What follows belongs to an exercise in optimizing a design on an open flow for small area, a short achievable clock period and few clock cycles; a production flow would make more cautious choices. Power is estimated from default activity; no workload was simulated.

## main
// mxenc
module mxenc (
    input  wire         clk,
    input  wire         rst,           
    input  wire         in_valid,
    output wire         in_ready,
    input  wire [31:0]  in_data,       
    input  wire [3:0]   in_fmt,        
    input  wire [3:0]   in_ctl,        
    output reg          out_valid,
    input  wire         out_ready,
    output reg  [7:0]   out_scale,
    output wire [255:0] out_data,
    output reg  [3:0]   out_flags,     
    output reg          out_err        
);
==> flow/config.mk <==
export PLATFORM = sky130hd
export DESIGN_NAME = mxenc
export DESIGN_NICKNAME = mxenc
export VERILOG_FILES = /design/flow/design.v
export SDC_FILE = /design/flow/constraint.sdc
export NUM_CORES = 8
export LEC_CHECK = 0
export CAP_MARGIN = 20
export CORE_MARGIN = 2
export CORE_UTILIZATION = 55
export CTS_BUF_LIST = sky130_fd_sc_hd__clkbuf_8
export CTS_CLUSTER_DIAMETER = 55
export CTS_CLUSTER_SIZE = 18
export PLACE_DENSITY = 0.65
export SLEW_MARGIN = 20
export SYNTH_HIERARCHICAL = 0
==> flow/constraint.sdc <==
create_clock -name core_clock -period 24.0 [get_ports {clk}]
set_input_delay 4.8000 -clock core_clock [delete_from_list [all_inputs] [get_ports {clk}]]
set_output_delay 4.8000 -clock core_clock [all_outputs]
set_load 0.01 [all_outputs]
standard.sh (not shown) runs the stock make flow with config.mk's settings and CLKGATE_MAP_FILE= SYNTH_SCRIPT=/design/flow/synth_recipe.tcl, a recipe that flattens the netlist after the stock synthesis.
==> flow/flow/run.sh <==
#!/bin/bash
# The standard layout, with the port buffers built from plain buffers
# (buf_2) instead of the cell buffer_ports picks by itself.
set -euo pipefail
export BUFFER_PORTS_ARGS="-buffer_cell sky130_fd_sc_hd__buf_2"
bash standard.sh > standard.log 2>&1
The following lists how the feature branch was set up differently from main:
-- flow/design.v --
<<< main, line 1
module mx_src_pack (
    input  wire [31:0] x,
    input  wire [5:0]  nsh,     
    output wire [1:0]  cls,     
    output wire [8:0]  xs,
>>> the feature branch, line 1
module mx_src_pack (
    input  wire [31:0] x,
    input  wire [4:0]  nsh,
    output wire [1:0]  cls,     
    output wire [8:0]  xs,
<<< main, line 12
    wire        f_zero = ~|f;
    assign cls = e_max ? (f_zero ? 2'd2 : 2'd3) : (e_zero && f_zero) ? 2'd1 : 2'd0;
    assign xs  = e_zero ? {{3{nsh[5]}}, nsh} : {1'b0, e};
    assign fr  = e_zero ? {f[21:15], |f[14:0]} : {f[22:16], |f[15:0]};
endmodule
>>> the feature branch, line 12
    wire        f_zero = ~|f;
    assign cls = e_max ? (f_zero ? 2'd2 : 2'd3) : (e_zero && f_zero) ? 2'd1 : 2'd0;
    assign xs  = e_zero ? (9'd0 - {4'b0, nsh}) : {1'b0, e};
    assign fr  = e_zero ? {f[21:15], |f[14:0]} : {f[22:16], |f[15:0]};
endmodule
<<< main, line 94
    end
    wire       inc  = !rtz && g && (st || pre[0]);
    wire       neg  = is_int && s;
    wire [7:0] v    = (pre ^ {8{neg}}) + {7'b0, inc ^ neg};
    wire       ovf  = ({1'b0, pre} > {2'b0, maxcode}) || (pre == {1'b0, maxcode} && inc);
    wire       zr   = (pre == 8'd0) && !inc;
    wire [7:0] sgn = {7'b0, s} << wm1;
    wire [7:0] sat = is_int ? (s ? 8'h81 : 8'h7F) : (sgn | {1'b0, maxcode});
    always @(*) begin
        code = 8'h00;
>>> the feature branch, line 94
    end
    wire       inc  = !rtz && g && (st || pre[0]);
    wire [7:0] cm   = pre + {7'b0, inc};
    wire       ovf  = cm > {1'b0, maxcode};
    wire       zr   = (cm == 8'd0);
    wire [7:0] sgn = {7'b0, s} << wm1;
    wire [7:0] sat = is_int ? (s ? 8'h81 : 8'h7F) : (sgn | {1'b0, maxcode});
    wire [7:0] int_code = s ? (8'd0 - cm) : cm;
    always @(*) begin
        code = 8'h00;
<<< main, line 133
                    f_nx = g || st;
                    f_uf = zr;
                    code = is_int ? v : (sgn | v);
                end
            end
>>> the feature branch, line 133
                    f_nx = g || st;
                    f_uf = zr;
                    code = is_int ? int_code : (sgn | cm);
                end
            end
<<< main, line 174
    reg         in_ready_r;
    assign in_ready = in_ready_r;
    wire in_fire = in_valid && in_ready_r;
    reg [31:0] i0_d;
    reg [5:0]  i0_cfg;
    reg        i0_v;
    reg [5:0]  nsh;                 
    wire       i0_un = (i0_d[30:23] == 8'd0) && (i0_d[22:0] != 23'd0) && !i0_d[22];
    always @(posedge clk) begin
>>> the feature branch, line 174
    reg         in_ready_r;
    assign in_ready = in_ready_r;
    wire in_fire = in_valid && in_ready_r && !rst;
    reg [31:0] i0_d;
    reg [5:0]  i0_cfg;
    reg        i0_v;
    reg [4:0]  nsh;                 
    wire       i0_un = (i0_d[30:23] == 8'd0) && (i0_d[22:0] != 23'd0) && !i0_d[22];
    always @(posedge clk) begin
<<< main, line 184
            i0_d   <= in_data;
            i0_cfg <= in_cfg;
            nsh    <= 6'd0;
        end else if (i0_v && i0_un) begin
            i0_d[22:0] <= {i0_d[21:0], 1'b0};
            nsh        <= nsh - 6'd1;
        end
    end
>>> the feature branch, line 184
            i0_d   <= in_data;
            i0_cfg <= in_cfg;
            nsh    <= 5'd0;
        end else if (i0_v && i0_un) begin
            i0_d[22:0] <= {i0_d[21:0], 1'b0};
            nsh        <= nsh + 5'd1;
        end
    end
<<< main, line 348
    wire       d1_first = (dcnt == 5'd1);
    wire       d1_last  = (dcnt == 5'd0);
    wire [1:0] d1_idx   = dcnt[1:0] - 2'd1;    
    reg  [9:0] rr;                  
    wire [12:0] hq    = ring[0];
>>> the feature branch, line 348
    wire       d1_first = (dcnt == 5'd1);
    wire       d1_last  = (dcnt == 5'd0);
    wire [4:0] d1_idx   = dcnt - 5'd1;
    reg  [9:0] rr;                  
    wire [12:0] hq    = ring[0];
<<< main, line 363
    end
    wire [1:0] d1_sc  = d1_m[7:6];
    wire       early  = (dcnt != 5'd0) && (dcnt <= a_lc);    
    wire [2:0] al_cls = d1_spc ? ((d1_sc == 2'd3) ? 3'd4 : {1'b0, d1_sc + 2'd1}) :
                        early ? 3'd4 : 3'd0;
>>> the feature branch, line 363
    end
    wire [1:0] d1_sc  = d1_m[7:6];
    wire       early  = (d1_idx < a_lc);
    wire [2:0] al_cls = d1_spc ? ((d1_sc == 2'd3) ? 3'd4 : {1'b0, d1_sc + 2'd1}) :
                        early ? 3'd4 : 3'd0;
<<< main, line 392
            d2_cls   <= al_cls;
            d2_pre   <= al_pre;
            d2_idx   <= d1_idx;
            d2_first <= d1_first;
            d2_last  <= d1_last;
>>> the feature branch, line 392
            d2_cls   <= al_cls;
            d2_pre   <= al_pre;
            d2_idx   <= d1_idx[1:0];
            d2_first <= d1_first;
            d2_last  <= d1_last;
<<< main, line 449
                         a_err ? 2'd0 : (a_fsel == 3'd2 || a_fsel == 3'd3) ? 2'd1 :
                         (a_fsel == 3'd4) ? 2'd2 : 2'd0;
    wire   d1_emit = (d1_wsel == 2'd1) ? (d1_idx != 2'd0) :
                     (d1_wsel == 2'd2) ? d1_idx[0] : !d1_first;
    assign stall_n = out_valid_n && (stall ? emit : (d1_v && d1_emit));
>>> the feature branch, line 449
                         a_err ? 2'd0 : (a_fsel == 3'd2 || a_fsel == 3'd3) ? 2'd1 :
                         (a_fsel == 3'd4) ? 2'd2 : 2'd0;
    wire   d1_emit = (d1_wsel == 2'd1) ? (d1_idx[1:0] != 2'd0) :
                     (d1_wsel == 2'd2) ? d1_idx[0] : !d1_first;
    assign stall_n = out_valid_n && (stall ? emit : (d1_v && d1_emit));
## What came out
The non-filler instance count after layout on main is in line with that on the feature branch.
| fraction of area in multi-input gates | the feature branch vs main | ≈ equal |
Of main and the feature branch, main shows the higher switching power share of the total, with the feature branch below it.
| power share of the sequential group | higher: the feature branch |
Between main and the feature branch, the adder-cell area share of the yosys netlist figures differ only marginally.
Comparing main and the feature branch, the higher post-synthesis mux area share was measured on the feature branch.
The design area on main is in line with that on the feature branch.
Sort main and the feature branch by number of clock-tree buffers in the layout asc -> top: the feature branch
When the final numbers for main and the feature branch were put side by side, the number of standard cells after synthesis turned out to be smaller in main.
Per the comparison of the feature branch with main, synthesized netlist net count has increased, power has decreased.
No functional check of the RTL was part of any run of this note.

* * *

Setup of 08-02:
Another version of the RTL of mxenc (not shown whole).
Size in the first run: ~2100 cells after synthesis, ~870 flip-flops, roughly 320 I/O pins.
clock: 24.0 ns
lec_check: 0
cap_margin: 20
core_margin: 2
core_utilization: 55
cts_buf_list: sky130_fd_sc_hd__clkbuf_8
cts_cluster_diameter: 55
cts_cluster_size: 18
place_density: 0.65
slew_margin: 20
synth_hierarchical: 0
Scripts as last shown in full above: flow/flow/run.sh
### 08-02 -> 10-13
--- a/flow/design.v
+++ b/flow/design.v
@@ -85,28 +85,28 @@
         is_int = 1'b0;
         case (fsel)
             3'd0: begin maxcode = 7'h7E; wm1 = 3'd7; end
             3'd1: begin maxcode = 7'h7B; wm1 = 3'd7; end
             3'd2: begin maxcode = 7'h1F; wm1 = 3'd5; end
             3'd3: begin maxcode = 7'h1F; wm1 = 3'd5; end
             3'd4: begin maxcode = 7'h07; wm1 = 3'd3; end
             default: begin maxcode = 7'h7F; wm1 = 3'd7; is_int = 1'b1; end
         endcase
     end
     wire       inc  = !rtz && g && (st || pre[0]);
-    wire [7:0] cm   = pre + {7'b0, inc};
-    wire       ovf  = cm > {1'b0, maxcode};
-    wire       zr   = (cm == 8'd0);
+    wire       neg  = is_int && s;
+    wire [7:0] v    = (pre ^ {8{neg}}) + {7'b0, inc ^ neg};
+    wire       ovf  = ({1'b0, pre} > {2'b0, maxcode}) || (pre == {1'b0, maxcode} && inc);
+    wire       zr   = (pre == 8'd0) && !inc;
     wire [7:0] sgn = {7'b0, s} << wm1;
     wire [7:0] sat = is_int ? (s ? 8'h81 : 8'h7F) : (sgn | {1'b0, maxcode});
-    wire [7:0] int_code = s ? (8'd0 - cm) : cm;
     always @(*) begin
         code = 8'h00;
         f_of = 1'b0;
         f_uf = 1'b0;
         f_nx = 1'b0;
         case (cls)
             3'd4: begin
                 f_uf = 1'b1;
                 f_nx = 1'b1;
                 code = is_int ? 8'h00 : sgn;
             end
@@ -124,23 +124,23 @@
             default: begin
                 if (ovf) begin
                     f_of = 1'b1;
                     f_nx = 1'b1;
                     if (nan_inf && !rtz)
                         code = (fsel == 3'd0) ? (sgn | 8'h7F) : (sgn | 8'h7C);
                     else
                         code = sat;
                 end else begin
                     f_nx = g || st;
                     f_uf = zr;
-                    code = is_int ? int_code : (sgn | cm);
+                    code = is_int ? v : (sgn | v);
                 end
             end
         endcase
     end
 endmodule
 module mxenc (
     input  wire         clk,
     input  wire         rst,           
     input  wire         in_valid,
     output wire         in_ready,
     input  wire [31:0]  in_data,       
@@ -165,23 +165,23 @@
             4'h8: in_cfg[2:0] = 3'd4;
             4'h9: in_cfg[2:0] = 3'd5;
             default: in_cfg[5] = 1'b1;
         endcase
         if (in_ctl > 4'd3) in_cfg[5] = 1'b1;
         if (in_ctl[0] && !(in_fmt == 4'h4 || in_fmt == 4'h5)) in_cfg[5] = 1'b1;
         in_cfg[4] = in_ctl[1];
         in_cfg[3] = in_ctl[0];
     end
     reg         in_ready_r;
     assign in_ready = in_ready_r;
-    wire in_fire = in_valid && in_ready_r && !rst;
+    wire in_fire = in_valid && in_ready_r;
     reg [31:0] i0_d;
     reg [5:0]  i0_cfg;
     reg        i0_v;
     reg [4:0]  nsh;                 
     wire       i0_un = (i0_d[30:23] == 8'd0) && (i0_d[22:0] != 23'd0) && !i0_d[22];
     always @(posedge clk) begin
         if (in_fire) begin
             i0_d   <= in_data;
             i0_cfg <= in_cfg;
             nsh    <= 5'd0;
         end else if (i0_v && i0_un) begin
@@ -432,27 +432,37 @@
             end
             2'd2: begin
                 emit    = d2_idx[0];
                 byte_in = {code[3:0], acc[3:0]};
             end
             default: begin
                 emit    = !d2_first;
                 byte_in = acc;
             end
         endcase
     end
-    assign stall = out_valid && d2_v && emit;
+    reg    stall_r;
+    assign stall = stall_r;
     wire take  = d2_v && !stall;
     wire shift = take && emit;
     wire   out_valid_n = (out_valid && !out_ready) || (take && d2_last);
-    assign stall_n = out_valid_n && (stall ? emit : (d1_v && !d1_first));
+    wire [1:0] d1_wsel = !d1_first ? r_wsel :
+                         a_err ? 2'd0 : (a_fsel == 3'd2 || a_fsel == 3'd3) ? 2'd1 :
+                         (a_fsel == 3'd4) ? 2'd2 : 2'd0;
+    wire   d1_emit = (d1_wsel == 2'd1) ? (d1_idx[1:0] != 2'd0) :
+                     (d1_wsel == 2'd2) ? d1_idx[0] : !d1_first;
+    assign stall_n = out_valid_n && (stall ? emit : (d1_v && d1_emit));
+    always @(posedge clk) begin
+        if (rst) stall_r <= 1'b0;
+        else     stall_r <= stall_n;
+    end
     always @(posedge clk) begin
         if (take) begin
             facc <= fl_now;
             case (r_wsel)
                 2'd1: case (d2_idx)
                     2'd0: acc <= {2'b0, code[5:0]};
                     2'd1: acc <= {4'b0, code[5:2]};
                     2'd2: acc <= {6'b0, code[5:4]};
                     default: ;
                 endcase
                 2'd2: acc <= {4'b0, code[3:0]};
### Flow results
- Per the comparison of 10-13 with 08-02, post-synthesis compound-gate area fraction closely matched the old numbers, xor/xnor cell area share of the yosys netlist barely changed, post-route total power went up 1.7%.
- When 10-13 is measured against 08-02, its number of buffers added by the clock tree synthesis step turns out 1 higher.
- Compared 08-02 against 10-13; total global routing track utilization within noise.
- Combinational family with the most area after synthesis = compound AO/OA/AOI/OAI gates: 10-13; combinational family with the most area after synthesis = simple AND/OR/NAND/NOR gates: 08-02
No functional check of the RTL was part of any run of this note.

## re-timing with driven ports
The results above use ideal ports. As a check the final layouts listed here were re-extracted and re-timed, cells and wires unchanged. Step 1 (the two cells are an assumption about what drives the block):
set clk [get_ports {clk}]
set_driving_cell -lib_cell sky130_fd_sc_hd__clkbuf_16 $clk
set_driving_cell -lib_cell sky130_fd_sc_hd__buf_2 [delete_from_list [all_inputs] $clk]
Step 2 also shifts input and output timing later by t, the mid clock arrival at the registers, as if the neighbouring blocks saw the same clock. Slacks: ideal / step 1 / step 2; pairs: ideal / step 1.
| run | t, ns | setup slack, ns | worst setup path at the end |
|---|---|---|---|
| main | 0.776 | 17.787 / 17.728 / 17.249 | input to register |
| the feature branch | 0.766 | 17.519 / 17.534 / 16.767 | input to register |
| 08-02 | 0.758 | 17.669 / 17.614 / 17.330 | input to register |
| 10-13 | 0.744 | 17.833 / 17.781 / 17.362 | input to register |
After both steps setup and hold are still met in every run listed. The setup slack of the feature branch, which loses most, moves by +0.015 ns with the drivers and by -0.752 ns with both steps.
